Background: an optimization exercise with open tools, aiming at small area. Do not read the settings as production practice.
At most, simulation tests tie the RTL to the original design; equivalence was not proved.
For runs 4 and 5, only the layout was checked, not whether the RTL still works.

==> flow/design.v, too long to show whole: its modules and the start of the top module <==
// module loop_engine: 362 lines
// module le_add: 18 lines
// module le_dstep: 10 lines
// module le_istep: 11 lines
// module le_shr: 16 lines
// module le_mul: 512 lines
module loop_engine (
    input  wire        clk,
    input  wire        rst_n,
    input  wire        cfg_we,
    input  wire [5:0]  cfg_addr,
    input  wire [15:0] cfg_wdata,
    input  wire        start,
    input  wire [19:0] vref,
    input  wire [19:0] vctl,
    input  wire [15:0] vin_sample,
    input  wire [15:0] ff_pred,
    input  wire [3:0]  n_active,
    input  wire        mem_dom,
    output wire        done,
    output wire [15:0] u_q,
    output wire [14:0] ipk,
    output wire [11:0] duty,
    output wire        sat_hi,
    output wire        sat_lo
);
  // ...
==> flow/flow/run.sh <==
#!/bin/bash
# The standard layout (the standard.sh: standard synthesis, floorplan,
# placement, CTS, routing), with one change: the buffers that placement puts
# on every input and output port are the smallest buffer cell, buf_1,
# instead of the cell buffer_ports picks by default.
set -o pipefail
export BUFFER_PORTS_ARGS="-buffer_cell sky130_fd_sc_hd__buf_1"
bash standard.sh > standard.log 2>&1
==> flow/standard.sh <==
#!/bin/bash
# synth_recipe.tcl (not shown) runs the flow's synth.tcl, then flattens the netlist and writes it again
# the make line also repeats each setting of config.mk as NAME=value (left out here)
make -C /OpenROAD-flow-scripts/flow DESIGN_CONFIG=/design/flow/config.mk WORK_HOME=/design/flow/orfs CLKGATE_MAP_FILE= SYNTH_SCRIPT=/design/flow/synth_recipe.tcl "${@:-finish}"
==> flow/config.mk <==
export PLATFORM = sky130hd
export DESIGN_NAME = loop_engine
export DESIGN_NICKNAME = loop_engine
export VERILOG_FILES = /design/flow/design.v
export SDC_FILE = /design/flow/constraint.sdc
export NUM_CORES = 4
export LEC_CHECK = 0
export ABC_AREA = 1
export CAP_MARGIN = 5
export CORE_MARGIN = 2
export CORE_UTILIZATION = 60
export CTS_BUF_LIST = sky130_fd_sc_hd__clkbuf_8
export CTS_CLUSTER_DIAMETER = 60
export CTS_CLUSTER_SIZE = 16
export SLEW_MARGIN = 5
==> flow/constraint.sdc <==
create_clock -name core_clock -period 50.0 [get_ports {clk}]
set_input_delay 10.0000 -clock core_clock [delete_from_list [all_inputs] [get_ports {clk}]]
set_output_delay 10.0000 -clock core_clock [all_outputs]
set_load 0.01 [all_outputs]
==> metrics.md, run 1 <==
| Metric | Value |
|---|---|
| Total of buffers placed on input and output ports | `148` |
| Outcome | `complete, no violations` |
| Clock slew at the register clock pins of the worst setup and hold paths | `100 ps` |
| Met2 routed wirelength | `63630 microns` |
| Num Clock Sinks | `823` |
| Proportion of cell area occupied by multi-input gates | `0.4737` |
| Area of combinational cells with multiple inputs | `22520 sq um` |
| GRT Resource Usage Total | `0.3585` |
| # Taps | `969` |
| Most frequent CP cell | `sky130_fd_sc_hd__fa_1` |
| Worst relative slew slack | `0.1701` |
| Top post-synthesis cells by area | `sky130_fd_sc_hd__dfxtp_1 28%, sky130_fd_sc_hd__edfxtp_1 13%, sky130_fd_sc_hd__fa_1 11%` |
| Number of cells on the worst hold path | `0` |
| Initial detailed-routing violation count | `3628` |
| Multiplexer area fraction after synthesis | `0.004278` |
| RSZ-0062 raised after global routing | `no` |
| Min cycle time layout | `about 36000 ps` |
| Leading cell category by total area | `multi-input gates` |
| Critical path fanouts, max | `31` |
| Arrival time reported for the critical path endpoint | `36420 ps` |
| Post-Synthesis Cell Area | `44750 sq um` |
| CTS resizes | `0` |
==> run 2: changes to the inputs <==
--- a/flow/config.mk
+++ b/flow/config.mk
@@ -6,10 +6,10 @@
 export NUM_CORES = 4
 export LEC_CHECK = 0
 export ABC_AREA = 1
-export CAP_MARGIN = 5
+export CAP_MARGIN = 20
 export CORE_MARGIN = 2
-export CORE_UTILIZATION = 60
+export CORE_UTILIZATION = 75
 export CTS_BUF_LIST = sky130_fd_sc_hd__clkbuf_8
 export CTS_CLUSTER_DIAMETER = 60
 export CTS_CLUSTER_SIZE = 16
-export SLEW_MARGIN = 5
+export SLEW_MARGIN = 20
==> run 2 against run 1 <==
  * Clock-buffer cell count down 10
  * Final area down 1.1%
  * Highest routed layer unchanged
  * Global-route usage up 7.8 points
  * Utilization up 16 points
  * Die area shrank 20%
  * Largest cell class unchanged
  * Sequential share of layout area up 0.44 points
  * Clock skew decreased by 43 ps
  * Worst hold slack about the same
==> metrics.md, run 2 <==
| Metric | Value |
|---|---|
| Outcome | `complete, no violations (unchanged)` |
| Global-route wire length before repair | `204300 microns (was 210200 microns)` |
| Flops & latches, synth | `823 (unchanged)` |
| Most common library cell in the layout ignoring fill and taps | `sky130_fd_sc_hd__nand2_1 (unchanged)` |
| Pre-CTS setup slack | `14350 ps (was 14110 ps)` |
| Depth of the worst register-to-register path | `131 (was 132)` |
| Sequential share of the synthesized area | `0.4107 (unchanged)` |
| RSZ-0062 raised after global routing | `no (unchanged)` |
| Number of routed nets with antenna violations | `0 (unchanged)` |
| Skew final | `43.79 ps (was 86.87 ps)` |
| Final hold viol count | `0 (unchanged)` |
| Critical path start-end classification | `reg -> reg (unchanged)` |
| Clock tree from TritonCTS | `built (unchanged)` |
| DIE HEIGHT | `248.3 microns (was 277.1 microns)` |
| Biggest register | `g_kp.v (unchanged)` |
| Post-layout instance count excluding filler cells | `6217 (was 6447)` |
| Min-Delay Endpoint | `iq[5]$_DFF_P_ (was iq[7]$_DFF_P_)` |
| Initial antenna violation count | `11 (was 13)` |
| Largest net degree at the start of global routing | `89 (unchanged)` |
| Average footprint of a synthesized cell | `8.273 sq um (unchanged)` |
| Number of placed instances, taps included | `6115 (was 6324)` |
| Net Count, Synth | `5909 (unchanged)` |
| Critical path endpoint category | `flop (unchanged)` |
| Yosys warning count | `1 (unchanged)` |
| Number of buffers between clock root and the deepest sink | `3 (unchanged)` |
| Ratio of cells with drive above 1 in the final layout | `0.04748 (was 0.05155)` |
| Path category of the worst min-delay check | `reg -> reg (unchanged)` |
| Top_reg_cell synth | `sky130_fd_sc_hd__dfxtp_1 (unchanged)` |
| Final period utilization | `0.7137 (was 0.7162)` |
| Master of the slowest instance on the critical path | `sky130_fd_sc_hd__nor2_4 (unchanged)` |
| Total wire length | `134600 microns (was 136800 microns)` |
| DRC Markers | `0 (unchanged)` |
| Share of the synthesized area in the top cell type | `0.2832 (unchanged)` |
| Largest registers | `g_kp.v: 512 flops, acc: 38 flops, i_acc: 32 flops (unchanged)` |
| Number of filler cells placed in the layout | `4075 (was 6632)` |
| Beginning of the worst hold path | `iq[0]$_DFF_P_ (was iq[2]$_DFF_P_)` |
| Number of max-slew violations in the final report | `0 (unchanged)` |
| Number of synthesized flops with an enable pin | `190 (unchanged)` |
| Number of vias after detailed routing | `38.22k (was 36.44k)` |
| Library cell with the largest summed area after synthesis | `sky130_fd_sc_hd__dfxtp_1 (unchanged)` |
| Number of distinct standard cells referenced by the synthesized netlist | `73 (unchanged)` |
| Proportion of register bits with asynchronous set or reset after synthesis | `0 (unchanged)` |
| List of most frequent post-synthesis cells | `1329 x sky130_fd_sc_hd__nand2_1, 752 x sky130_fd_sc_hd__o21ai_0, 715 x sky130_fd_sc_hd__inv_1 (unchanged)` |
| GPL Wtd Cong | `1.033 (was 0.9491)` |
| GRT Resource Usage Total | `0.4360 (was 0.3585)` |
| FF-to-FF Start | `e_r[0]$_DFFE_PP_ (unchanged)` |
| Hold-fix buffers at CTS | `0 (unchanged)` |
| Initial detailed-routing violation count | `4694 (was 3628)` |
| Total of buffers placed on input and output ports | `148 (unchanged)` |
| Area of combinational cells with multiple inputs | `22560 sq um (was 22520 sq um)` |
| Most frequent CP cell | `sky130_fd_sc_hd__fa_1 (unchanged)` |
| Commonest non-fill, non-tap cells in the layout | `1312 x sky130_fd_sc_hd__nand2_1, 751 x sky130_fd_sc_hd__o21ai_0, 728 x sky130_fd_sc_hd__inv_1, 633 x sky130_fd_sc_hd__dfxtp_1, 252 x sky130_fd_sc_hd__fa_1 (was 1329 x sky130_fd_sc_hd__nand2_1, 751 x sky130_fd_sc_hd__o21ai_0, 726 x sky130_fd_sc_hd__inv_1, 633 x sky130_fd_sc_hd__dfxtp_1, 252 x sky130_fd_sc_hd__fa_1)` |
| Level count of the clock H-tree | `2 (was 3)` |
| Grt ovf | `0 (unchanged)` |
| Setup TNS | `0 ps (unchanged)` |
| First drt pass iteration count | `9 (was 6)` |
| Max FFs per register | `512 (unchanged)` |
| Total setup buffers inserted after CTS | `0 (unchanged)` |
| WL/cell | `21.64 microns (was 21.22 microns)` |
| Final WS setup | `14320 ps (was 14190 ps)` |
| Number of maximum-capacitance violations | `0 (unchanged)` |
| Synth Instances | `5409 (unchanged)` |
| Count of endpoints failing setup in the final report | `0 (unchanged)` |
| Maximum achievable frequency | `28.02 MHz (was 27.92 MHz)` |
| Critical path fanouts, max | `31 (unchanged)` |
| Detailed-placement wirelength estimate | `96500 microns (was 99660 microns)` |
| Core Region | `59020 sq um (was 74200 sq um)` |
| Slew at the pin closest to its max-slew limit | `1113 ps (was 1244 ps)` |
| Clock network latency to the later pin of the worst-skew pair | `790 ps (was 740 ps)` |
| Arrival time reported for the critical path endpoint | `36360 ps (was 36420 ps)` |
| Flop-to-flop setup slack | `14320 ps (was 14190 ps)` |
| Clock root buffer master | `sky130_fd_sc_hd__clkbuf_8 (unchanged)` |
| Row cnt | `89 (was 100)` |
| Data required time of the worst path | `50670 ps (was 50610 ps)` |
| Worst relative slew slack | `0.2578 (was 0.1701)` |
| Type of element launching the critical path | `flop (unchanged)` |
| # IOs | `149 (unchanged)` |
| Number of cells on the worst hold path | `0 (unchanged)` |
| Post-Synthesis Cell Area | `44750 sq um (unchanged)` |
| Num Clock Sinks | `823 (unchanged)` |
| Area of all sequential standard cells | `18380 sq um (unchanged)` |
| Area added between synthesis and finish | `5.069% (was 6.266%)` |
| Most frequent cell after synthesis | `sky130_fd_sc_hd__nand2_1 (unchanged)` |
| Top post-synthesis cells by area | `sky130_fd_sc_hd__dfxtp_1 28%, sky130_fd_sc_hd__edfxtp_1 13%, sky130_fd_sc_hd__fa_1 11% (unchanged)` |
| Vias per cell | `6.148 (was 5.653)` |
| Number of global-route vias before repair | `36.07k (was 35.06k)` |
| Min cycle time layout | `35690 ps (was 35810 ps)` |
| Clock slew at the register clock pins of the worst setup and hold paths | `100 ps (about the same)` |
| Initial Utilization | `0.7582 (was 0.6031)` |
| CTS Buf Count | `61 (was 72)` |
| Die width | `248.3 microns (was 277.1 microns)` |
| CTS resizes | `0 (unchanged)` |
| End-of-flow core utilization | `0.7966 (was 0.6409)` |
| Net count, final | `5908 (was 5930)` |
| Crit-path max cell delay | `750 ps (was 790 ps)` |
| FF-to-FF End | `acc[32]$_DFF_P_ (unchanged)` |
| DIE AREA | `61630 sq um (was 76780 sq um)` |
## run 2: cell counts after synthesis
Identical to the previous run, type by type.
## run 2: how the worst max path moves through the flow
stage	startpoint	to	slack (ps)	cells past startpoint
2_1_floorplan	e_r[0]$_DFFE_PP_	acc[17]$_DFF_P_	16610	126
3_3_place_gp	e_r[0]$_DFFE_PP_	acc[36]$_DFF_P_	14920	131
3_5_place_dp	e_r[0]$_DFFE_PP_	acc[32]$_DFF_P_	14350	131
4_1_cts	e_r[0]$_DFFE_PP_	acc[32]$_DFF_P_	14300	131
5_1_grt	e_r[0]$_DFFE_PP_	acc[32]$_DFF_P_	12220	131
6_report	e_r[0]$_DFFE_PP_	acc[32]$_DFF_P_	14320	131
## run 2: worst max-delay path: cells and delay by family, from the launching register on
kind	cells	cell delay [ps]
compound gates	8	1220
xor+xnor	1	120
fa+ha+maj	76	28710
buf+inv	31	2160
flops	1	370
simple gates	15	2930
## run 2: cell type report
cell class	count	share of cell area
flip-flops and latches	823	0.3909
multi-input cells	3556	0.4798
inverters	745	0.05953
well taps	773	0.02057
repair buffers	221	0.02512
clock inverters	26	0.005110
diodes	10	0.0005322
clock buffers	63	0.01844
## run 2: layer usage
| layer | track usage | part of all wire | wire [microns] | up-vias |
|---|---|---|---|---|
| li1 | - | - | - | 17520 |
| met1 | 0.5425 | 0.36 | 48240 | 17750 |
| met2 | 0.6858 | 0.45 | 60470 | 2381 |
| met3 | 0.08134 | 0.11 | 14470 | 571 |
| met4 | 0.3148 | 0.085 | 11370 | 2 |
| met5 | 0 | 0.000082 | 11 | - |
## run 2: kinds of logic after synthesis
| group | share of synthesized area |
|---|---|
| and+or+nand+nor | 0.1633 |
| adders and majority gates | 0.1546 |
| DFF | 0.4107 |
| xor gates and xnor gates | 0.02914 |
| AOI/OAI and AO/OA | 0.1482 |
| muxes | 0.004278 |
| buffers and inverters | 0.08973 |
## run 2: stage by stage
step | hold slack (ps) | cell area, sq um
global placement | 340.2 | 45720
global route | 369.9 | 47010
CTS | 362.4 | 46870
finish | 358.3 | 47020
floorplan | 330.8 | 44750
detailed placement | 346.4 | 45760
==> run 3: changes to the inputs <==
--- a/flow/config.mk
+++ b/flow/config.mk
@@ -8,8 +8,8 @@
 export ABC_AREA = 1
 export CAP_MARGIN = 20
 export CORE_MARGIN = 2
-export CORE_UTILIZATION = 75
-export CTS_BUF_LIST = sky130_fd_sc_hd__clkbuf_8
-export CTS_CLUSTER_DIAMETER = 60
-export CTS_CLUSTER_SIZE = 16
+export CORE_UTILIZATION = 60
+export CTS_BUF_LIST = sky130_fd_sc_hd__clkbuf_4
+export CTS_CLUSTER_DIAMETER = 45
+export CTS_CLUSTER_SIZE = 10
 export SLEW_MARGIN = 20
==> run 3 against run 2 <==
  * Critical path type unchanged
  * Synthesized area unchanged
  * Largest cell class unchanged
  * Clock-buffer cell count increased by 62
  * Routed wire length increased by 1.8%
  * Final area is 0.86% higher
  * Fmax decreased by 0.25%
  * First-iteration DRC count down 24%
  * Critical endpoint is now acc[36]$_DFF_P_
  * Flip-flop and latch count is the same
  * Critical path depth up 1
  * Worst hold slack gained 1.7 ps
==> metrics.md, run 3 <==
| Metric | Value |
|---|---|
| Number of distinct standard cells referenced by the synthesized netlist | `73 (unchanged)` |
| Met2 routed wirelength | `63280 microns (was 60470 microns)` |
| Die width | `277.1 microns (was 248.3 microns)` |
| Arrival time reported for the critical path endpoint | `36640 ps (was 36360 ps)` |
| Hold-fix buffers at CTS | `0 (unchanged)` |
| CTS resizes | `0 (unchanged)` |
| Clock network latency to the later pin of the worst-skew pair | `1020 ps (was 790 ps)` |
| Net Count, Synth | `5909 (unchanged)` |
| Critical path endpoint category | `flop (unchanged)` |
| Min cycle time layout | `35770 ps (was 35690 ps)` |
| Clock tree from TritonCTS | `built (unchanged)` |
| Maximum achievable frequency | `27.95 MHz (was 28.02 MHz)` |
| First drt pass iteration count | `5 (was 9)` |
| Critical path fanouts, max | `31 (unchanged)` |
| Yosys warning count | `1 (unchanged)` |
| Number of global-route vias before repair | `35.55k (was 36.07k)` |
| Largest registers | `g_kp.v: 512 flops, acc: 38 flops, i_acc: 32 flops (unchanged)` |
| Type of element launching the critical path | `flop (unchanged)` |
| Vias per cell | `5.678 (was 6.148)` |
| DIE AREA | `76780 sq um (was 61630 sq um)` |
| GRT Resource Usage Total | `0.3598 (was 0.4360)` |
| Level count of the clock H-tree | `3 (was 2)` |
| Total wire length | `136900 microns (was 134600 microns)` |
| Number of filler cells placed in the layout | `6578 (was 4075)` |
| Biggest register | `g_kp.v (unchanged)` |
| Top_reg_cell synth | `sky130_fd_sc_hd__dfxtp_1 (unchanged)` |
| Synth Instances | `5409 (unchanged)` |
| Library cell with the largest summed area after synthesis | `sky130_fd_sc_hd__dfxtp_1 (unchanged)` |
| Post-route cell area | `47420 sq um (was 47020 sq um)` |
| # IOs | `149 (unchanged)` |
| Final hold viol count | `0 (unchanged)` |
| Number of vias after detailed routing | `36.88k (was 38.22k)` |
| Pre-CTS setup slack | `14100 ps (was 14350 ps)` |
| Clock slew at the register clock pins of the worst setup and hold paths | `100 ps (about the same)` |
| Outcome | `complete, no violations (unchanged)` |
| Total setup buffers inserted after CTS | `0 (unchanged)` |
| Post-Synthesis Cell Area | `44750 sq um (unchanged)` |
| Grt ovf | `0 (unchanged)` |
| Max FFs per register | `512 (unchanged)` |
| Proportion of register bits with asynchronous set or reset after synthesis | `0 (unchanged)` |
| Commonest non-fill, non-tap cells in the layout | `1321 x sky130_fd_sc_hd__nand2_1, 751 x sky130_fd_sc_hd__o21ai_0, 715 x sky130_fd_sc_hd__inv_1, 633 x sky130_fd_sc_hd__dfxtp_1, 252 x sky130_fd_sc_hd__fa_1 (was 1312 x sky130_fd_sc_hd__nand2_1, 751 x sky130_fd_sc_hd__o21ai_0, 728 x sky130_fd_sc_hd__inv_1, 633 x sky130_fd_sc_hd__dfxtp_1, 252 x sky130_fd_sc_hd__fa_1)` |
| Share of the synthesized area in the top cell type | `0.2832 (unchanged)` |
| Core Region | `74200 sq um (was 59020 sq um)` |
| Number of maximum-capacitance violations | `0 (unchanged)` |
| Initial Utilization | `0.6031 (was 0.7582)` |
| Path category of the worst min-delay check | `reg -> reg (unchanged)` |
| Met3 Wirelength | `9761 microns (was 14470 microns)` |
| Final period utilization | `0.7155 (was 0.7137)` |
| Crit-path max cell delay | `760 ps (was 750 ps)` |
| Skew final | `110.6 ps (was 43.79 ps)` |
| WL/cell | `21.08 microns (was 21.64 microns)` |
| Most frequent cell after synthesis | `sky130_fd_sc_hd__nand2_1 (unchanged)` |
| DIE HEIGHT | `277.1 microns (was 248.3 microns)` |
| CTS Buf Count | `105 (was 61)` |
| List of most frequent post-synthesis cells | `1329 x sky130_fd_sc_hd__nand2_1, 752 x sky130_fd_sc_hd__o21ai_0, 715 x sky130_fd_sc_hd__inv_1 (unchanged)` |
| Area added between synthesis and finish | `5.973% (was 5.069%)` |
| Setup TNS | `0 ps (unchanged)` |
| Largest net degree at the start of global routing | `89 (unchanged)` |
| Net count, final | `5964 (was 5908)` |
| Data required time of the worst path | `50870 ps (was 50670 ps)` |
| Detailed-placement wirelength estimate | `99740 microns (was 96500 microns)` |
| Top sig layer | `met5 (unchanged)` |
| Number of routed nets with antenna violations | `0 (unchanged)` |
| Initial antenna violation count | `14 (was 11)` |
| Sequential share of the synthesized area | `0.4107 (unchanged)` |
| Top post-synthesis cells by area | `sky130_fd_sc_hd__dfxtp_1 28%, sky130_fd_sc_hd__edfxtp_1 13%, sky130_fd_sc_hd__fa_1 11% (unchanged)` |
| Slew at the pin closest to its max-slew limit | `1111 ps (was 1113 ps)` |
| Global-route wire length before repair | `211100 microns (was 204300 microns)` |
| M1 WL | `55300 microns (was 48240 microns)` |
| Critical path start-end classification | `reg -> reg (unchanged)` |
| Final WS setup | `14230 ps (was 14320 ps)` |
| Flops & latches, synth | `823 (unchanged)` |
| Placed instance area | `46120 sq um (was 45760 sq um)` |
| Worst relative slew slack | `0.2593 (was 0.2578)` |
| Number of buffers between clock root and the deepest sink | `3 (unchanged)` |
| Most common library cell in the layout ignoring fill and taps | `sky130_fd_sc_hd__nand2_1 (unchanged)` |
| DRC Markers | `0 (unchanged)` |
| GPL Wtd Cong | `0.9491 (was 1.033)` |
| Average footprint of a synthesized cell | `8.273 sq um (unchanged)` |
| Most frequent CP cell | `sky130_fd_sc_hd__fa_1 (unchanged)` |
| Clock root buffer master | `sky130_fd_sc_hd__clkbuf_4 (was sky130_fd_sc_hd__clkbuf_8)` |
| Master of the slowest instance on the critical path | `sky130_fd_sc_hd__nor2_4 (unchanged)` |
| Initial detailed-routing violation count | `3590 (was 4694)` |
| Total of buffers placed on input and output ports | `148 (unchanged)` |
| Number of max-slew violations in the final report | `0 (unchanged)` |
| Row cnt | `100 (was 89)` |
| Num Clock Sinks | `823 (unchanged)` |
| Ratio of cells with drive above 1 in the final layout | `0.06255 (was 0.04748)` |
| Worst slack on hold paths | `360.1 ps (was 358.3 ps)` |
| RSZ-0062 raised after global routing | `no (unchanged)` |
| Number of synthesized flops with an enable pin | `190 (unchanged)` |
| Count of endpoints failing setup in the final report | `0 (unchanged)` |
## run 3: final cells by class
| cell class | count | area, sq um | area share |
|---|---|---|---|
| antenna | 10 | 25.02 | 0.0005277 |
| clock buffer | 125 | 938.4 | 0.01979 |
| clock inverter | 34 | 307.8 | 0.006491 |
| inverter | 745 | 2799 | 0.05902 |
| multi-input combinational | 3556 | 22550 | 0.4755 |
| sequential | 823 | 18380 | 0.3875 |
| tap | 969 | 1212 | 0.02557 |
| timing repair buffer | 233 | 1211 | 0.02554 |
## run 3: logic make-up (layout without fill, tap and decap cells)
group	after synthesis	count (layout)	synth area share
AO/OA/AOI/OAI	1193	1193	0.1482
XOR/XNOR	148	148	0.02914
adder cells (fa/ha/maj)	403	403	0.1546
buffers and inverters	1030	1137	0.08973
flip-flops	823	823	0.4107
multiplexers	19	19	0.004278
other	0	10	0
AND/OR/NAND/NOR	1793	1793	0.1633
## run 3: routing by layer
layer	GRT usage	up-vias
met3	0.05045	378
met5	0	-
li1	-	17700
met4	0.1984	8
met1	0.4628	17300
met2	0.5883	1490
## run 3: stage by stage
step | std cells | utilization
after floorplan | 5409 | -
after global placement | 6324 | 0.6212
after detailed placement | 6325 | 0.6216
after CTS | 6484 | 0.6383
after global routing | 6495 | 0.6391
final | 6495 | 0.6391
## run 3: worst paths after layout
path	from	to	slack (ps)	cells after the start
setup / recovery	e_r[0]$_DFFE_PP_	acc[36]$_DFF_P_	14230	132
hold / removal	iq[4]$_DFF_P_	iq[9]$_DFF_P_	360	0
setup reg to reg	e_r[0]$_DFFE_PP_	acc[36]$_DFF_P_	14230	132
hold reg to reg	iq[4]$_DFF_P_	iq[9]$_DFF_P_	360	0
## run 3: worst max-delay path, delay by kind of cell, from the launching register on
kind	cells	cell delay (ps)
compound gates	8	1170
xor+xnor	1	120
fa+ha+maj	76	28720
buf+inv	32	2400
flops	1	360
simple gates	15	2900
==> module loop_engine, before the edit <==
module loop_engine (
    input  wire        clk,
    input  wire        rst_n,
    input  wire        cfg_we,
    input  wire [5:0]  cfg_addr,
    input  wire [15:0] cfg_wdata,
    input  wire        start,
    input  wire [19:0] vref,
    input  wire [19:0] vctl,
    input  wire [15:0] vin_sample,
    input  wire [15:0] ff_pred,
    input  wire [3:0]  n_active,
    input  wire        mem_dom,
    output wire        done,
    output wire [15:0] u_q,
    output wire [14:0] ipk,
    output wire [11:0] duty,
    output wire        sat_hi,
    output wire        sat_lo
);
    reg [14:0] ki;
    reg [3:0]  ki_shift;
    reg [15:0] kd;
    reg [15:0] k_vin;
    reg [13:0] k_pred;
    reg [15:0] out_min;
    reg [15:0] out_max;
    reg [14:0] int_lim;
    reg [12:0] vin_nom_l;    
    reg        ffv_en;
    reg        ffp_en;
    wire       a_hi = cfg_we & (cfg_addr[5:3] == 3'b100);
    wire       a_41 = cfg_we & (cfg_addr == 6'd41);
    wire       a_40 = cfg_we & (cfg_addr == 6'd40);
    wire signed [15:0] wd_s = cfg_wdata;
    wire [15:0] cmp_x = cfg_addr[0] ? out_max : out_min;
    wire [16:0] cmp_w;
    le_add #(17) u_cw (.a({cfg_wdata[15], cfg_wdata}), .b(~{cmp_x[15], cmp_x}), .ci(cfg_addr[0]), .s(cmp_w), .co());
    wire ok_outmin =  cmp_w[16];        
    wire ok_outmax = !cmp_w[16];        
    wire ok_vinnom = (cfg_wdata >= 16'd29000) && (cfg_wdata <= 16'd36000);
    always @(posedge clk) begin
        if (!rst_n || (a_hi && cfg_addr[2:0] == 3'd0 && !cfg_wdata[15]))
            ki <= rst_n ? cfg_wdata[14:0] : 15'h0800;
        if (!rst_n || (a_hi && cfg_addr[2:0] == 3'd1 && cfg_wdata[15:4] == 12'd0))
            ki_shift <= rst_n ? cfg_wdata[3:0] : 4'd4;
        if (!rst_n || (a_hi && cfg_addr[2:0] == 3'd2))
            kd <= rst_n ? cfg_wdata : 16'h0800;
        if (!rst_n || (a_hi && cfg_addr[2:0] == 3'd3))
            k_vin <= rst_n ? cfg_wdata : 16'h0000;
        if (!rst_n || (a_hi && cfg_addr[2:0] == 3'd4 && cfg_wdata <= 16'h2000))
            k_pred <= rst_n ? cfg_wdata[13:0] : 14'h1000;
        if (!rst_n || (a_hi && cfg_addr[2:0] == 3'd5 && ok_outmin))
            out_min <= rst_n ? cfg_wdata : 16'h0000;
        if (!rst_n || (a_hi && cfg_addr[2:0] == 3'd6 && ok_outmax))
            out_max <= rst_n ? cfg_wdata : 16'h7FFF;
        if (!rst_n || (a_hi && cfg_addr[2:0] == 3'd7 && !cfg_wdata[15]))
            int_lim <= rst_n ? cfg_wdata[14:0] : 15'h7000;
        if (!rst_n || (a_40 && ok_vinnom))
            vin_nom_l <= rst_n ? cfg_wdata[12:0] : 13'h00E8;    
        if (!rst_n || a_41) begin
            ffv_en <= rst_n ? cfg_wdata[0] : 1'b1;
            ffp_en <= rst_n ? cfg_wdata[1] : 1'b1;
        end
    end
    wire [15:0] vin_nom = {~vin_nom_l[12], vin_nom_l[12], vin_nom_l[12], vin_nom_l};
    reg  [4:0]  kt;
    always @(posedge clk)
        if (!rst_n) kt <= 5'd0;
        else        kt <= kt + 5'd1;
    wire [4:0]  kwp;
    le_add #(5) u_kwp (.a(cfg_addr[4:0]), .b(kt), .ci(1'b1), .s(kwp), .co());
    wire        kwe = cfg_we & !cfg_addr[5];
    wire [15:0] kq [0:31];
    genvar gi;
    generate
        for (gi = 0; gi < 32; gi = gi + 1) begin : g_kp
            localparam [15:0] DEF = (gi < 2) ? 16'h0400 : (gi < 4) ? 16'h0600 :
                                    (gi < 8) ? 16'h0800 : (gi < 16) ? 16'h0C00 : 16'h1000;
            localparam [15:0] POL = (gi % 2) ? 16'hFFFF : 16'h0000;
            reg  [15:0] v;
            wire        ld = !rst_n || (kwe && kwp == gi);
            always @(posedge clk)
                v <= ld ? ((rst_n ? cfg_wdata : DEF) ^ POL) : ~kq[(gi + 31) % 32];
            assign kq[gi] = v;
        end
    endgenerate
    reg  [4:0]  kidx_r;
    wire [4:0]  krp;
    le_add #(5) u_krp (.a(kidx_r), .b(kt), .ci(1'b0), .s(krp), .co());
    wire        kmatch = (krp[1:0] == 2'd0);
    wire [15:0] ktap = ({16{krp[4:2] == 3'd0}} & kq[0])
                     | ({16{krp[4:2] == 3'd1}} & kq[4])
                     | ({16{krp[4:2] == 3'd2}} & kq[8])
                     | ({16{krp[4:2] == 3'd3}} & kq[12])
                     | ({16{krp[4:2] == 3'd4}} & kq[16])
                     | ({16{krp[4:2] == 3'd5}} & kq[20])
                     | ({16{krp[4:2] == 3'd6}} & kq[24])
                     | ({16{krp[4:2] == 3'd7}} & kq[28]);
    reg [3:0] cnt;
    always @(posedge clk) begin
        if (!rst_n)
            cnt <= 4'd0;
        else if (start)
            cnt <= 4'd1;
        else if (cnt == 4'd8)
            cnt <= 4'd0;
        else if (cnt != 4'd0)
            cnt <= cnt + 4'd1;
    end
    wire c1 = (cnt == 4'd1);
    wire c2 = (cnt == 4'd2);
    wire c3 = (cnt == 4'd3);
    wire c4 = (cnt == 4'd4);
    wire c5 = (cnt == 4'd5);
    wire c6 = (cnt == 4'd6);
    wire c7 = (cnt == 4'd7);
    wire c8 = (cnt == 4'd8);
    assign done = c8;
    wire [20:0] vdiff;
    le_add #(21) u_vdiff (.a({1'b0, vref}), .b(~{1'b0, vctl}), .ci(1'b1), .s(vdiff), .co());
    wire [15:0] e_n = (!vdiff[20] && (vdiff[19:15] != 5'd0))  ? 16'h7FFF :
                      ( vdiff[20] && (vdiff[19:15] != 5'h1F)) ? 16'h8000 : vdiff[15:0];
    reg  [15:0] e_r;
    reg  [15:0] ep;       
    reg  [15:0] ffp_r;
    reg  [3:0]  n_r;
    reg         mem_r;
    wire [5:0]  eneg  = {1'b0, ~e_n[14:10]} + {5'd0, (e_n[9:0] == 10'd0)};
    wire [4:0]  kidx_n = !e_n[15] ? e_n[14:10] : (eneg[5] ? 5'd31 : eneg[4:0]);
    always @(posedge clk) begin
        if (start) begin
            e_r    <= e_n;
            kidx_r <= kidx_n;
            ffp_r  <= ff_pred;
            n_r    <= n_active;
            mem_r  <= mem_dom;
        end
    end
    wire [16:0] z;
wire zh_1 = ~(vin_nom[0] ^ ~vin_sample[0]);
wire zh_2 = vin_nom[0] | ~vin_sample[0];
wire zh_3 = vin_nom[1] ^ ~vin_sample[1] ^ zh_2;
wire zh_4 = (vin_nom[1] & ~vin_sample[1]) | (vin_nom[1] & zh_2) | (~vin_sample[1] & zh_2);
wire zh_5 = vin_nom[2] ^ ~vin_sample[2] ^ zh_4;
wire zh_6 = (vin_nom[2] & ~vin_sample[2]) | (vin_nom[2] & zh_4) | (~vin_sample[2] & zh_4);
wire zh_7 = vin_nom[3] ^ ~vin_sample[3] ^ zh_6;
wire zh_8 = (vin_nom[3] & ~vin_sample[3]) | (vin_nom[3] & zh_6) | (~vin_sample[3] & zh_6);
wire zh_9 = vin_nom[4] ^ ~vin_sample[4] ^ zh_8;
wire zh_10 = (vin_nom[4] & ~vin_sample[4]) | (vin_nom[4] & zh_8) | (~vin_sample[4] & zh_8);
wire zh_11 = vin_nom[5] ^ ~vin_sample[5] ^ zh_10;
wire zh_12 = (vin_nom[5] & ~vin_sample[5]) | (vin_nom[5] & zh_10) | (~vin_sample[5] & zh_10);
wire zh_13 = vin_nom[6] ^ ~vin_sample[6] ^ zh_12;
wire zh_14 = (vin_nom[6] & ~vin_sample[6]) | (vin_nom[6] & zh_12) | (~vin_sample[6] & zh_12);
wire zh_15 = vin_nom[7] ^ ~vin_sample[7] ^ zh_14;
wire zh_16 = (vin_nom[7] & ~vin_sample[7]) | (vin_nom[7] & zh_14) | (~vin_sample[7] & zh_14);
wire zh_17 = vin_nom[8] ^ ~vin_sample[8] ^ zh_16;
wire zh_18 = (vin_nom[8] & ~vin_sample[8]) | (vin_nom[8] & zh_16) | (~vin_sample[8] & zh_16);
wire zh_19 = vin_nom[9] ^ ~vin_sample[9] ^ zh_18;
wire zh_20 = (vin_nom[9] & ~vin_sample[9]) | (vin_nom[9] & zh_18) | (~vin_sample[9] & zh_18);
wire zh_21 = vin_nom[10] ^ ~vin_sample[10] ^ zh_20;
wire zh_22 = (vin_nom[10] & ~vin_sample[10]) | (vin_nom[10] & zh_20) | (~vin_sample[10] & zh_20);
wire zh_23 = vin_nom[11] ^ ~vin_sample[11] ^ zh_22;
wire zh_24 = (vin_nom[11] & ~vin_sample[11]) | (vin_nom[11] & zh_22) | (~vin_sample[11] & zh_22);
wire zh_25 = vin_nom[12] ^ ~vin_sample[12] ^ zh_24;
wire zh_26 = (vin_nom[12] & ~vin_sample[12]) | (vin_nom[12] & zh_24) | (~vin_sample[12] & zh_24);
wire zh_27 = vin_nom[13] ^ ~vin_sample[13] ^ zh_26;
wire zh_28 = (vin_nom[13] & ~vin_sample[13]) | (vin_nom[13] & zh_26) | (~vin_sample[13] & zh_26);
wire zh_29 = vin_nom[14] ^ ~vin_sample[14] ^ zh_28;
wire zh_30 = (vin_nom[14] & ~vin_sample[14]) | (vin_nom[14] & zh_28) | (~vin_sample[14] & zh_28);
wire zh_31 = vin_nom[15] ^ ~vin_sample[15] ^ zh_30;
wire zh_32 = (vin_nom[15] & ~vin_sample[15]) | (vin_nom[15] & zh_30) | (~vin_sample[15] & zh_30);
wire zh_33 = 1'b1 ^ zh_9;
wire zh_34 = 1'b1 & zh_9;
wire zh_35 = zh_11 ^ zh_34;
wire zh_36 = zh_11 & zh_34;
wire zh_37 = zh_13 ^ zh_36;
wire zh_38 = zh_13 & zh_36;
wire zh_39 = zh_15 ^ zh_38;
wire zh_40 = zh_15 & zh_38;
wire zh_41 = 1'b1 ^ zh_17 ^ zh_40;
wire zh_42 = (1'b1 & zh_17) | (1'b1 & zh_40) | (zh_17 & zh_40);
wire zh_43 = 1'b1 ^ zh_19 ^ zh_42;
wire zh_44 = (1'b1 & zh_19) | (1'b1 & zh_42) | (zh_19 & zh_42);
wire zh_45 = 1'b1 ^ zh_21 ^ zh_44;
wire zh_46 = (1'b1 & zh_21) | (1'b1 & zh_44) | (zh_21 & zh_44);
wire zh_47 = zh_23 ^ zh_46;
wire zh_48 = zh_23 & zh_46;
wire zh_49 = zh_25 ^ zh_48;
wire zh_50 = zh_25 & zh_48;
wire zh_51 = 1'b1 ^ zh_27 ^ zh_50;
wire zh_52 = (1'b1 & zh_27) | (1'b1 & zh_50) | (zh_27 & zh_50);
wire zh_53 = zh_29 ^ zh_52;
wire zh_54 = zh_29 & zh_52;
wire zh_55 = zh_31 ^ zh_54;
wire zh_56 = zh_31 & zh_54;
wire zh_57 = zh_32 ^ 1'b1 ^ zh_56;
wire zh_58 = (zh_32 & 1'b1) | (zh_32 & zh_56) | (1'b1 & zh_56);
assign z[0] = zh_1;
assign z[1] = zh_3;
assign z[2] = zh_5;
assign z[3] = zh_7;
assign z[4] = zh_33;
assign z[5] = zh_35;
assign z[6] = zh_37;
assign z[7] = zh_39;
assign z[8] = zh_41;
assign z[9] = zh_43;
assign z[10] = zh_45;
assign z[11] = zh_47;
assign z[12] = zh_49;
assign z[13] = zh_51;
assign z[14] = zh_53;
assign z[15] = zh_55;
assign z[16] = zh_57;
    wire dlo_n = z[16];
    wire dhi_n = !z[16] && (z[15:0] >= 16'd20000);
    reg  [10:0] dr;
    reg  [15:0] dq;
    reg         dlo, dhi;
    wire [10:0] dr_in = start ? z[14:4] : dr;
    wire [3:0]  db    = start ? z[3:0] : c1 ? 4'b0010 : c2 ? 4'b0111 : 4'b0001;
    wire [11:0] ds1, ds2, ds3, ds4;
    le_dstep u_ds1 (.r(dr_in),     .b(db[3]), .o(ds1));
    le_dstep u_ds2 (.r(ds1[10:0]), .b(db[2]), .o(ds2));
    le_dstep u_ds3 (.r(ds2[10:0]), .b(db[1]), .o(ds3));
    le_dstep u_ds4 (.r(ds3[10:0]), .b(db[0]), .o(ds4));
    always @(posedge clk) begin
        dr <= ds4[10:0];
        if (start | c1 | c2 | c3)
            dq <= {dq[11:0], ds1[11], ds2[11], ds3[11], ds4[11]};
        if (start) begin
            dlo <= dlo_n;
            dhi <= dhi_n;
        end
    end
    wire [15:0] dvin = dhi ? 16'h7FFF : dlo ? 16'h8000 : {~dq[15], dq[14:0]};
    reg  [1:0] op;
    wire       slot = c2 | c3 | c4 | c5;
    wire       sp1  = slot & kmatch;
    wire       so   = slot & !kmatch;
    wire       sp2  = so & (op == 2'd0);
    wire       sp4  = so & (op == 2'd1);
    wire       sp3  = so & (op == 2'd2);
    always @(posedge clk)
        if (start)   op <= 2'd0;
        else if (so) op <= op + 2'd1;
    wire cki = c1 | c6;
    wire [16:0] ma = ({17{cki &  ki_shift[0]}} & {2'b0, ki})
                   | ({17{cki & !ki_shift[0]}} & {1'b0, ki, 1'b0})
                   | ({17{sp2}} & {1'b0, kd})
                   | ({17{sp4}} & {3'b0, k_pred})
                   | ({17{sp3}} & {k_vin[15], k_vin})
                   | ({17{sp1}} & {1'b0, ktap});
    wire [16:0] ediff;
    le_add #(17) u_ediff (.a({e_r[15], e_r}), .b(~{ep[15], ep}), .ci(1'b1), .s(ediff), .co());
    wire [15:0] de = (ediff[16] != ediff[15]) ? {ediff[16], {15{~ediff[16]}}} : ediff[15:0];
    wire [15:0] mb = ({16{cki | sp1}} & e_r)
                   | ({16{sp2}} & de)
                   | ({16{sp4 & ffp_en}} & ffp_r)
                   | ({16{sp3 & ffv_en}} & dvin);
    wire [32:0] mp;
    le_mul u_mul (.ma(ma), .mb(mb), .rb(sp2), .mp(mp));
    reg  [31:0] i_acc;
    wire [31:0] fl_i;
    wire        inc_up;
    le_shr u_shr (.p(mp[31:0]), .sh(ki_shift[3:1]), .f(fl_i), .up(inc_up));
    wire        inc_neg = fl_i[31] & !((&fl_i) & inc_up);
    wire [32:0] raw;
    le_add #(33) u_raw (.a({i_acc[31], i_acc}), .b({fl_i[31], fl_i}), .ci(inc_up), .s(raw), .co());
    wire [17:0] lim18 = {3'b000, int_lim};
    wire [17:0] c_rh, c_rl;
    le_add #(18) u_crh (.a({raw[32], raw[32:16]}), .b(~lim18), .ci(|raw[15:0]), .s(c_rh), .co());
    le_add #(18) u_crl (.a({raw[32], raw[32:16]}), .b(lim18),  .ci(1'b0), .s(c_rl), .co());
    wire raw_hi  = !c_rh[17];      
    wire raw_lo  =  c_rl[17];      
    reg  iacc_hi, iacc_lo;
    always @(posedge clk)
        if (!(cki | c2 | c3 | c4 | c5)) begin
            iacc_hi <= raw_hi;
            iacc_lo <= raw_lo;
        end
    wire [15:0] nlim;              
    le_add #(16) u_nlim (.a(~{1'b0, int_lim}), .b(16'd0), .ci(1'b1), .s(nlim), .co());
    wire inr     = !iacc_hi && !iacc_lo;
    wire sel_lp  = inr & raw_hi;
    wire sel_ln  = inr & raw_lo;
    wire sel_raw = inr ? (!raw_hi && !raw_lo) : (iacc_hi == inc_neg);
    wire sel_old = !inr && (iacc_hi != inc_neg);
    wire [31:0] i_new = ({32{sel_raw}} & raw[31:0])
                      | ({32{sel_old}} & i_acc)
                      | ({32{sel_lp}}  & {1'b0, int_lim, 16'd0})
                      | ({32{sel_ln}}  & {nlim, 16'd0});
    reg  [37:0] acc;
    wire [37:0] addend = ({38{sp3}} & {{4{mp[32]}}, mp, 1'b0})
                       | ({38{slot & !sp3}} & {mp[32], mp, 4'b0});
    wire [37:0] acc_sum;
    le_add #(38) u_acc (.a(acc), .b(addend), .ci(1'b0), .s(acc_sum), .co());
    always @(posedge clk) begin
        if (c1)
            acc <= {{6{i_new[31]}}, i_new};
        else
            acc <= acc_sum;        
    end
    wire        a_tie = (acc[15:0] == 16'd0);
    wire [21:0] arn = {acc[37:17], acc[16] & !a_tie};
    wire [15:0] un  = (!arn[21] && (arn[20:15] != 6'd0))  ? 16'h7FFF :
                      ( arn[21] && (arn[20:15] != 6'h3F)) ? 16'h8000 : arn[15:0];
    wire [16:0] c_lh, c_ll;
    le_add #(17) u_clh (.a({out_max[15], out_max}), .b(~{un[15], un}), .ci(1'b1), .s(c_lh), .co());
    le_add #(17) u_cll (.a({un[15], un}), .b(~{out_min[15], out_min}), .ci(1'b1), .s(c_ll), .co());
    wire lim_hi = c_lh[16];        
    wire lim_lo = c_ll[16];        
    wire [15:0] u = lim_hi ? out_max : lim_lo ? out_min : un;
    wire windup = (lim_hi && !e_r[15] && (e_r != 16'd0)) || (lim_lo && e_r[15]);
    always @(posedge clk) begin
        if (!rst_n) begin
            i_acc <= 32'd0;
            ep    <= 16'd0;
        end else begin
            if (c6 && !windup)
                i_acc <= i_new;
            if (c6)
                ep <= e_r;
        end
    end
    reg  [3:0] ir;
    reg  [9:0] iq;
    wire [3:0] ir_in = c6 ? 4'd0 : ir;
    wire [4:0] ib = c6 ? u[14:10] : c7 ? u[9:5] : u[4:0];
    wire [4:0] is1;
    le_istep u_is1 (.r(ir_in), .b(ib[4]), .n(n_r), .o(is1));
    wire [4:0] is2;
    le_istep u_is2 (.r(is1[3:0]), .b(ib[3]), .n(n_r), .o(is2));
    wire [4:0] is3;
    le_istep u_is3 (.r(is2[3:0]), .b(ib[2]), .n(n_r), .o(is3));
    wire [4:0] is4;
    le_istep u_is4 (.r(is3[3:0]), .b(ib[1]), .n(n_r), .o(is4));
    wire [4:0] is5;
    le_istep u_is5 (.r(is4[3:0]), .b(ib[0]), .n(n_r), .o(is5));
    wire [4:0] iqb = {is1[4], is2[4], is3[4], is4[4], is5[4]};
    always @(posedge clk) begin
        ir <= is5[3:0];
        iq <= {iq[4:0], iqb};
    end
    wire [14:0] q_all = {iq, iqb};
    wire        r_nz  = (is5[3:0] != 4'd0);
    wire [14:0] qq    = mem_r ? {1'b0, q_all[14:1]} : {2'b0, q_all[14:2]};
    wire        i_up  = mem_r ? (q_all[0] & (r_nz | qq[0]))
                              : (q_all[1] & (q_all[0] | r_nz | qq[0]));
    wire [14:0] ipk_v;
    le_add #(15) u_ipk (.a(qq), .b(15'd0), .ci(i_up), .s(ipk_v), .co());
    assign ipk = (u[15] || n_r == 4'd0) ? 15'd0 : ipk_v;
    wire [12:0] du_fl = u[15:3];
    wire        du_up = u[2] & ((u[1:0] != 2'd0) | du_fl[0]);
    wire [13:0] du_rn;
    le_add #(14) u_du (.a({du_fl[12], du_fl}), .b(14'd0), .ci(du_up), .s(du_rn), .co());
    assign duty = du_rn[13] ? 12'd0 : du_rn[12] ? 12'd4095 : du_rn[11:0];
    assign u_q    = u;
    assign sat_hi = lim_hi;
    assign sat_lo = lim_lo;
endmodule
==> run 4: changes to the inputs <==
--- a/flow/design.v
+++ b/flow/design.v
@@ -268,25 +268,23 @@
     wire        inc_neg = fl_i[31] & !((&fl_i) & inc_up);
     wire [32:0] raw;
     le_add #(33) u_raw (.a({i_acc[31], i_acc}), .b({fl_i[31], fl_i}), .ci(inc_up), .s(raw), .co());
+    wire        dneg = cki ? inc_neg : raw[32];
     wire [17:0] lim18 = {3'b000, int_lim};
-    wire [17:0] c_rh, c_rl;
-    le_add #(18) u_crh (.a({raw[32], raw[32:16]}), .b(~lim18), .ci(|raw[15:0]), .s(c_rh), .co());
-    le_add #(18) u_crl (.a({raw[32], raw[32:16]}), .b(lim18),  .ci(1'b0), .s(c_rl), .co());
-    wire raw_hi  = !c_rh[17];      
-    wire raw_lo  =  c_rl[17];      
-    reg  iacc_hi, iacc_lo;
+    wire [17:0] c_r;
+    le_add #(18) u_cr (.a({raw[32], raw[32:16]}), .b(lim18 ^ {18{!dneg}}), .ci(!dneg & (|raw[15:0])),
+                       .s(c_r), .co());
+    wire beyond = c_r[17] ^ !dneg;
+    reg  iacc_oor;
     always @(posedge clk)
-        if (!(cki | c2 | c3 | c4 | c5)) begin
-            iacc_hi <= raw_hi;
-            iacc_lo <= raw_lo;
-        end
+        if (!(cki | c2 | c3 | c4 | c5))
+            iacc_oor <= beyond;
     wire [15:0] nlim;              
     le_add #(16) u_nlim (.a(~{1'b0, int_lim}), .b(16'd0), .ci(1'b1), .s(nlim), .co());
-    wire inr     = !iacc_hi && !iacc_lo;
-    wire sel_lp  = inr & raw_hi;
-    wire sel_ln  = inr & raw_lo;
-    wire sel_raw = inr ? (!raw_hi && !raw_lo) : (iacc_hi == inc_neg);
-    wire sel_old = !inr && (iacc_hi != inc_neg);
+    wire inr     = !iacc_oor;
+    wire sel_lp  = inr & !inc_neg & beyond;
+    wire sel_ln  = inr &  inc_neg & beyond;
+    wire sel_raw = inr ? !beyond : (i_acc[31] != inc_neg);
+    wire sel_old = !inr && (i_acc[31] == inc_neg);
     wire [31:0] i_new = ({32{sel_raw}} & raw[31:0])
                       | ({32{sel_old}} & i_acc)
                       | ({32{sel_lp}}  & {1'b0, int_lim, 16'd0})
--- a/flow/config.mk
+++ b/flow/config.mk
@@ -9,7 +9,7 @@
 export CAP_MARGIN = 20
 export CORE_MARGIN = 2
 export CORE_UTILIZATION = 60
-export CTS_BUF_LIST = sky130_fd_sc_hd__clkbuf_4
-export CTS_CLUSTER_DIAMETER = 45
-export CTS_CLUSTER_SIZE = 10
+export CTS_BUF_LIST = sky130_fd_sc_hd__clkbuf_8
+export CTS_CLUSTER_DIAMETER = 60
+export CTS_CLUSTER_SIZE = 16
 export SLEW_MARGIN = 20
==> run 4 against run 3 <==
  * Register-to-register slack lost 720 ps
  * Cell count is 0.71% lower
  * Largest cell class unchanged
  * Utilization up 0.17 points
  * Sequential share of layout area decreased by 0.17 points
  * Synthesized area about the same
  * Worst setup slack got worse by 720 ps
  * Worst hold slack worse by 5.2 ps
  * Critical path type unchanged
  * Still clean
  * First-iteration DRC count up 1.9%
==> metrics.md, run 4 <==
| Metric | Value |
|---|---|
| Outcome | `complete, no violations (unchanged)` |
| Maximum achievable frequency | `27.40 MHz (was 27.95 MHz)` |
| Initial detailed-routing violation count | `3657 (was 3590)` |
| Number of routed nets with antenna violations | `0 (unchanged)` |
| FF-to-FF End | `i_acc[2]$_SDFFE_PN0P_ (was acc[36]$_DFF_P_)` |
| Number of cells on the worst hold path | `0 (unchanged)` |
| FF-to-FF Start | `e_r[0]$_DFFE_PP_ (unchanged)` |
| Beginning of the worst hold path | `iq[0]$_DFF_P_ (was iq[4]$_DFF_P_)` |
| Critical path fanouts, max | `20 (was 31)` |
| Yosys warning count | `1 (unchanged)` |
| Setup TNS | `0 ps (unchanged)` |
| Top_reg_cell synth | `sky130_fd_sc_hd__dfxtp_1 (unchanged)` |
| Number of distinct standard cells referenced by the synthesized netlist | `71 (was 73)` |
| GPL Wtd Cong | `0.9890 (was 0.9491)` |
| Die width | `277.2 microns (was 277.1 microns)` |
| DIE AREA | `76840 sq um (was 76780 sq um)` |
| Min cycle time layout | `36490 ps (was 35770 ps)` |
| Vias per cell | `5.686 (was 5.678)` |
| Row cnt | `100 (unchanged)` |
| Arrival time reported for the critical path endpoint | `37070 ps (was 36640 ps)` |
| Net Count, Synth | `5917 (was 5909)` |
| Sequential share of the synthesized area | `0.4097 (was 0.4107)` |
| Total wire length | `136200 microns (was 136900 microns)` |
| Post-Synthesis Cell Area | `44780 sq um (was 44750 sq um)` |
| Final period utilization | `0.7299 (was 0.7155)` |
| CTS resizes | `0 (unchanged)` |
| Global-route wire length before repair | `208300 microns (was 211100 microns)` |
| Master of the slowest instance on the critical path | `sky130_fd_sc_hd__fa_1 (was sky130_fd_sc_hd__nor2_4)` |
| Largest net degree at the start of global routing | `55 (was 89)` |
| Clock slew at the register clock pins of the worst setup and hold paths | `90 ps (was 100 ps)` |
| Critical path endpoint category | `flop (unchanged)` |
| Number of max-slew violations in the final report | `0 (unchanged)` |
| Net count, final | `5945 (was 5964)` |
| Detailed-placement wirelength estimate | `99030 microns (was 99740 microns)` |
| Initial Utilization | `0.6036 (was 0.6031)` |
| Number of buffers between clock root and the deepest sink | `3 (unchanged)` |
| Clock tree from TritonCTS | `built (unchanged)` |
| Library cell with the largest summed area after synthesis | `sky130_fd_sc_hd__dfxtp_1 (unchanged)` |
| Clock network latency to the later pin of the worst-skew pair | `710 ps (was 1020 ps)` |
| Top post-synthesis cells by area | `sky130_fd_sc_hd__dfxtp_1 28%, sky130_fd_sc_hd__edfxtp_1 13%, sky130_fd_sc_hd__fa_1 11% (unchanged)` |
| Crit-path max cell delay | `570 ps (was 760 ps)` |
| Commonest non-fill, non-tap cells in the layout | `1322 x sky130_fd_sc_hd__nand2_1, 714 x sky130_fd_sc_hd__o21ai_0, 685 x sky130_fd_sc_hd__inv_1, 633 x sky130_fd_sc_hd__dfxtp_1, 251 x sky130_fd_sc_hd__fa_1 (was 1321 x sky130_fd_sc_hd__nand2_1, 751 x sky130_fd_sc_hd__o21ai_0, 715 x sky130_fd_sc_hd__inv_1, 633 x sky130_fd_sc_hd__dfxtp_1, 252 x sky130_fd_sc_hd__fa_1)` |
| Min-Delay Endpoint | `iq[5]$_DFF_P_ (was iq[9]$_DFF_P_)` |
| WL/cell | `21.12 microns (was 21.08 microns)` |
| Grt ovf | `0 (unchanged)` |
| Num Clock Sinks | `822 (was 823)` |
| Flops & latches, synth | `822 (was 823)` |
| Data required time of the worst path | `50570 ps (was 50870 ps)` |
| Path category of the worst min-delay check | `reg -> reg (unchanged)` |
| Slew at the pin closest to its max-slew limit | `1086 ps (was 1111 ps)` |
| Share of the synthesized area in the top cell type | `0.2830 (was 0.2832)` |
| Largest registers | `g_kp.v: 512 flops, acc: 38 flops, i_acc: 32 flops (unchanged)` |
| Total of buffers placed on input and output ports | `148 (unchanged)` |
| Type of element launching the critical path | `flop (unchanged)` |
| List of most frequent post-synthesis cells | `1324 x sky130_fd_sc_hd__nand2_1, 715 x sky130_fd_sc_hd__o21ai_0, 673 x sky130_fd_sc_hd__inv_1 (was 1329 x sky130_fd_sc_hd__nand2_1, 752 x sky130_fd_sc_hd__o21ai_0, 715 x sky130_fd_sc_hd__inv_1)` |
| Area added between synthesis and finish | `6.172% (was 5.973%)` |
| Most frequent CP cell | `sky130_fd_sc_hd__fa_1 (unchanged)` |
| # IOs | `149 (unchanged)` |
| Worst relative slew slack | `0.2740 (was 0.2593)` |
| Most common library cell in the layout ignoring fill and taps | `sky130_fd_sc_hd__nand2_1 (unchanged)` |
| Most frequent cell after synthesis | `sky130_fd_sc_hd__nand2_1 (unchanged)` |
| DRC Markers | `0 (unchanged)` |
| Core Region | `74200 sq um (unchanged)` |
| Proportion of register bits with asynchronous set or reset after synthesis | `0 (unchanged)` |
| Count of endpoints failing setup in the final report | `0 (unchanged)` |
| Skew final | `34.03 ps (was 110.6 ps)` |
| Number of synthesized flops with an enable pin | `189 (was 190)` |
| Synth Instances | `5417 (was 5409)` |
| Total setup buffers inserted after CTS | `0 (unchanged)` |
| First drt pass iteration count | `5 (unchanged)` |
| Level count of the clock H-tree | `3 (unchanged)` |
| CTS Buf Count | `67 (was 105)` |
| Ratio of cells with drive above 1 in the final layout | `0.05476 (was 0.06255)` |
| Number of maximum-capacitance violations | `0 (unchanged)` |
| Number of vias after detailed routing | `36.67k (was 36.88k)` |
| Biggest register | `g_kp.v (unchanged)` |
| Post-route cell area | `47550 sq um (was 47420 sq um)` |
| Hold-fix buffers at CTS | `0 (unchanged)` |
| Max FFs per register | `512 (unchanged)` |
| Clock root buffer master | `sky130_fd_sc_hd__clkbuf_8 (was sky130_fd_sc_hd__clkbuf_4)` |
| Flop-to-flop setup slack | `13510 ps (was 14230 ps)` |
| DIE HEIGHT | `277.2 microns (was 277.1 microns)` |
| RSZ-0062 raised after global routing | `no (unchanged)` |
| Critical path start-end classification | `reg -> reg (unchanged)` |
| Depth of the worst register-to-register path | `149 (was 132)` |
| GRT Resource Usage Total | `0.3545 (was 0.3598)` |
| Final hold viol count | `0 (unchanged)` |
| Number of global-route vias before repair | `34.76k (was 35.55k)` |
| Average footprint of a synthesized cell | `8.267 sq um (was 8.273 sq um)` |
| Initial antenna violation count | `5 (was 14)` |
| Placed instance area | `46300 sq um (was 46120 sq um)` |
==> run 4: cell types whose count changed after synthesis, moves of 9 or more <==
cell / change
sky130_fd_sc_hd__inv_1: -42
sky130_fd_sc_hd__nor2_1: +38
sky130_fd_sc_hd__o21ai_0: -37
sky130_fd_sc_hd__o21ai_1: +33
sky130_fd_sc_hd__xor2_1: +22
sky130_fd_sc_hd__clkbuf_1: +21
sky130_fd_sc_hd__o21bai_1: +17
sky130_fd_sc_hd__and2_1: -15
sky130_fd_sc_hd__a21oi_1: +13
sky130_fd_sc_hd__buf_1: -11
sky130_fd_sc_hd__o221ai_1: -11
sky130_fd_sc_hd__o21ai_2: +9
sky130_fd_sc_hd__o22ai_1: -9
sky130_fd_sc_hd__xnor2_1: -9
==> run 4: per-stage QoR <==
stage,setup slack (ps),cells,hold slack (ps),util
4_1_cts,13460,6446,355.6,0.6404
3_5_place_dp,13540,6344,336.4,0.6240
3_3_place_gp,13930,6343,336.4,0.6238
6_report,13510,6449,354.9,0.6408
5_1_grt,11300,6448,358.5,0.6408
2_1_floorplan,15900,5417,330.8,-
==> run 4: worst max-delay path by stage <==
stage,start,to,slack [ps],cells past startpoint
final,e_r[0]$_DFFE_PP_,i_acc[2]$_SDFFE_PN0P_,13510,149
after detailed placement,e_r[0]$_DFFE_PP_,i_acc[4]$_SDFFE_PN0P_,13540,149
after global routing,e_r[0]$_DFFE_PP_,i_acc[2]$_SDFFE_PN0P_,11300,151
after global placement,e_r[0]$_DFFE_PP_,i_acc[2]$_SDFFE_PN0P_,13930,149
after CTS,e_r[0]$_DFFE_PP_,i_acc[2]$_SDFFE_PN0P_,13460,149
after floorplan,e_r[0]$_DFFE_PP_,i_acc[14]$_SDFFE_PN0P_,15900,148
==> run 4: cells by family (layout without fill, tap and decap cells) <==
logic type / count (synthesis) / count (layout) / synth area share
compound gates: 1204 / 1204 / 0.1490
simple gates: 1811 / 1811 / 0.1658
xor+xnor: 161 / 161 / 0.03165
mux: 19 / 19 / 0.004247
fa+ha+maj: 403 / 403 / 0.1543
other cells: 0 / 2 / 0
flops: 822 / 822 / 0.4097
buf+inv: 997 / 1058 / 0.08521
==> run 4: area by class of cell <==
class / count / area, sq um
timing repair buffer: 244 / 1292
tap: 969 / 1212
clock buffer: 69 / 949.7
fill: 6565 / 26650
inverter: 712 / 2675
antenna: 2 / 5.005
clock inverter: 33 / 267.8
multi-input combinational: 3598 / 22800
sequential: 822 / 18350
==> run 4: routing by layer <==
metal  track usage  up-vias  part of all wire
met5             0        -           0.00023
met4        0.1777        4             0.058
met3       0.05399      317             0.074
met2        0.5746     1460              0.46
met1        0.4647    17300              0.41
li1              -    17590                 -
==> run 4: worst max-delay path: cells and delay by family, from the launching register on <==
| family | cells | cell delay (ps) |
|---|---|---|
| adders and majority gates | 76 | 28320 |
| and+or+nand+nor | 31 | 3650 |
| buffers and inverters | 32 | 2170 |
| AOI/OAI and AO/OA | 9 | 1620 |
| DFF | 1 | 370 |
| xor gates and xnor gates | 1 | 190 |
==> run 5: changes to the inputs <==
--- a/flow/design.v
+++ b/flow/design.v
@@ -85,9 +85,9 @@
             assign kq[gi] = v;
         end
     endgenerate
-    reg  [4:0]  kidx_r;
+    wire [4:0]  kidx;          
     wire [4:0]  krp;
-    le_add #(5) u_krp (.a(kidx_r), .b(kt), .ci(1'b0), .s(krp), .co());
+    le_add #(5) u_krp (.a(kidx), .b(kt), .ci(1'b0), .s(krp), .co());
     wire        kmatch = (krp[1:0] == 2'd0);
     wire [15:0] ktap = ({16{krp[4:2] == 3'd0}} & kq[0])
                      | ({16{krp[4:2] == 3'd1}} & kq[4])
@@ -126,12 +126,11 @@
     reg  [15:0] ffp_r;
     reg  [3:0]  n_r;
     reg         mem_r;
-    wire [5:0]  eneg  = {1'b0, ~e_n[14:10]} + {5'd0, (e_n[9:0] == 10'd0)};
-    wire [4:0]  kidx_n = !e_n[15] ? e_n[14:10] : (eneg[5] ? 5'd31 : eneg[4:0]);
+    wire [5:0]  eneg  = {1'b0, ~e_r[14:10]} + {5'd0, (e_r[9:0] == 10'd0)};
+    assign kidx = !e_r[15] ? e_r[14:10] : (eneg[5] ? 5'd31 : eneg[4:0]);
     always @(posedge clk) begin
         if (start) begin
             e_r    <= e_n;
-            kidx_r <= kidx_n;
             ffp_r  <= ff_pred;
             n_r    <= n_active;
             mem_r  <= mem_dom;
==> run 5 against run 4 <==
  * Clock-buffer cell count up 2
  * Register-to-register slack worse by 530 ps
  * Worst setup slack got worse by 530 ps
  * Synthesized cell count grew 0.74%
  * First-iteration DRC count up 1.3%
  * Critical path type unchanged
  * Critical endpoint is now acc[5]$_DFF_P_
==> metrics.md, run 5 <==
| Metric | Value |
|---|---|
| Outcome | `complete, no violations (unchanged)` |
| Min-Delay Endpoint | `iq[9]$_DFF_P_ (was iq[5]$_DFF_P_)` |
| Clock root buffer master | `sky130_fd_sc_hd__clkbuf_8 (unchanged)` |
| Final hold viol count | `0 (unchanged)` |
| Largest registers | `g_kp.v: 512 flops, acc: 38 flops, i_acc: 32 flops (unchanged)` |
| Final period utilization | `0.7404 (was 0.7299)` |
| Data required time of the worst path | `50610 ps (was 50570 ps)` |
| Clock tree from TritonCTS | `built (unchanged)` |
| Initial antenna violation count | `4 (was 5)` |
| Post-Synthesis Cell Area | `44810 sq um (was 44780 sq um)` |
| Beginning of the worst hold path | `iq[4]$_DFF_P_ (was iq[0]$_DFF_P_)` |
| Area of combinational cells with multiple inputs | `22790 sq um (was 22800 sq um)` |
| Global-route wire length before repair | `213100 microns (was 208300 microns)` |
| Number of synthesized flops with an enable pin | `184 (was 189)` |
| Total of buffers placed on input and output ports | `148 (unchanged)` |
| # IOs | `149 (unchanged)` |
| CTS Buf Count | `69 (was 67)` |
| DIE HEIGHT | `277.3 microns (was 277.2 microns)` |
| Count of endpoints failing setup in the final report | `0 (unchanged)` |
| GPL Wtd Cong | `0.9636 (was 0.9890)` |
| FF-to-FF End | `acc[5]$_DFF_P_ (was i_acc[2]$_SDFFE_PN0P_)` |
| DIE AREA | `76880 sq um (was 76840 sq um)` |
| Number of filler cells placed in the layout | `6500 (was 6565)` |
| Share of the synthesized area in the top cell type | `0.2828 (was 0.2830)` |
| Critical path start-end classification | `reg -> reg (unchanged)` |
| Die width | `277.3 microns (was 277.2 microns)` |
| Core Region | `74200 sq um (unchanged)` |
| Setup TNS | `0 ps (unchanged)` |
| Skew final | `69.16 ps (was 34.03 ps)` |
| Number of global-route vias before repair | `35.41k (was 34.76k)` |
| RSZ-0062 raised after global routing | `no (unchanged)` |
## run 5: cell count changes after synthesis, sizes merged, moves of 9 or more
cell | before | now
nand2 | 1338 | 1376
nand4 | 25 | 54
inv | 689 | 717
o22ai | 186 | 158
nor2 | 218 | 194
a21oi | 112 | 127
buf | 42 | 56
or2 | 24 | 11
nand3 | 164 | 152
a221oi | 22 | 32
clkbuf | 243 | 233
a211oi | 13 | 4
## run 5: cell families (layout without fill, tap and decap cells)
group,Yosys count,after routing,synth area share
AND/OR/NAND/NOR,1829,1829,0.1680
AO/OA/AOI/OAI,1206,1206,0.1491
buffers and inverters,1031,1077,0.08858
flip-flops,817,817,0.4061
adder cells (fa/ha/maj),404,404,0.1545
XOR/XNOR,156,156,0.03066
multiplexers,14,14,0.003127
other,0,5,0
## run 5: per-stage QoR
stage               utilization  hold slack, ps  instances  setup slack, ps
floorplan                     -           330.8       5457            16000
global placement         0.6215           337.3       6364            13630
detailed placement       0.6216           338.7       6364            13010
CTS                      0.6390           359.3       6470            13030
global route             0.6398           363.0       6475            10700
finish                   0.6399           359.4       6477            12980
## run 5: worst max path at each step
stage,depth (start not counted),endpoint,start,slack [ps]
2_1_floorplan,148,i_acc[20]$_SDFFE_PN0P_,e_r[0]$_SDFFCE_PP1P_,16000
3_3_place_gp,152,acc[7]$_DFF_P_,e_r[0]$_SDFFCE_PP1P_,13630
3_5_place_dp,152,acc[5]$_DFF_P_,e_r[0]$_SDFFCE_PP1P_,13010
4_1_cts,152,acc[5]$_DFF_P_,e_r[0]$_SDFFCE_PP1P_,13030
5_1_grt,157,acc[4]$_DFF_P_,e_r[0]$_SDFFCE_PP1P_,10700
6_report,155,acc[5]$_DFF_P_,e_r[0]$_SDFFCE_PP1P_,12980
## run 5: layout make-up
type | instances | share of cell area
timing repair buffer | 229 | 0.02493
clock buffer | 71 | 0.02058
antenna | 5 | 0.0002635
multi-input combinational | 3609 | 0.4801
clock inverter | 35 | 0.006589
inverter | 742 | 0.05869
tap | 969 | 0.02554
sequential | 817 | 0.3833
## run 5: worst reg2reg max path: cells and delay by family (launching register included)
family                     cells  cell delay [ps]
and+or+nand+nor               38             4370
xor gates and xnor gates       1              170
AOI/OAI and AO/OA              4              550
buffers and inverters         36             3060
DFF                            1              410
adders and majority gates     76            28330
## run 5: routing by layer
metal,up-vias,global-route usage,part of all wire
met4,2,0.1575,0.050
met3,335,0.04371,0.066
met5,-,0,0.000072
li1,17660,-,-
met2,1526,0.5942,0.47
met1,17610,0.4812,0.42

-- separate check: timing with driven ports --
The results above use ideal ports. As a check the final layouts listed here were re-extracted and re-timed, cells and wires unchanged. Step 1, drivers: a clkbuf_16 drives clk and a buf_2 each remaining input, both assumed. Step 2 also shifts input and output timing later by t, the mid clock arrival at the registers, as if the neighbouring blocks saw the same clock. Three values: ideal, step 1, step 2; two values: the first two.
| run | shift t [ns] | setup WS [ns] | worst setup path after step 2 | worst data-port slew with drivers (ns) | cell pins on the clock port's net |
|---|---|---|---|---|---|
| run 1 | 0.771 | 14.189 / 14.189 / 14.189 | register to register | 0.13 | 1 |
| run 2 | 0.824 | 14.315 / 14.315 / 14.315 | register to register | 0.12 | 1 |
| run 3 | 1.026 | 14.227 / 14.227 / 14.227 | register to register | 0.13 | 1 |
| run 4 | 0.756 | 13.505 / 13.505 / 13.505 | register to register | 0.12 | 1 |
| run 5 | 0.791 | 12.979 / 12.979 / 12.979 | register to register | 0.10 | 1 |
After both steps every run listed still meets setup and hold.
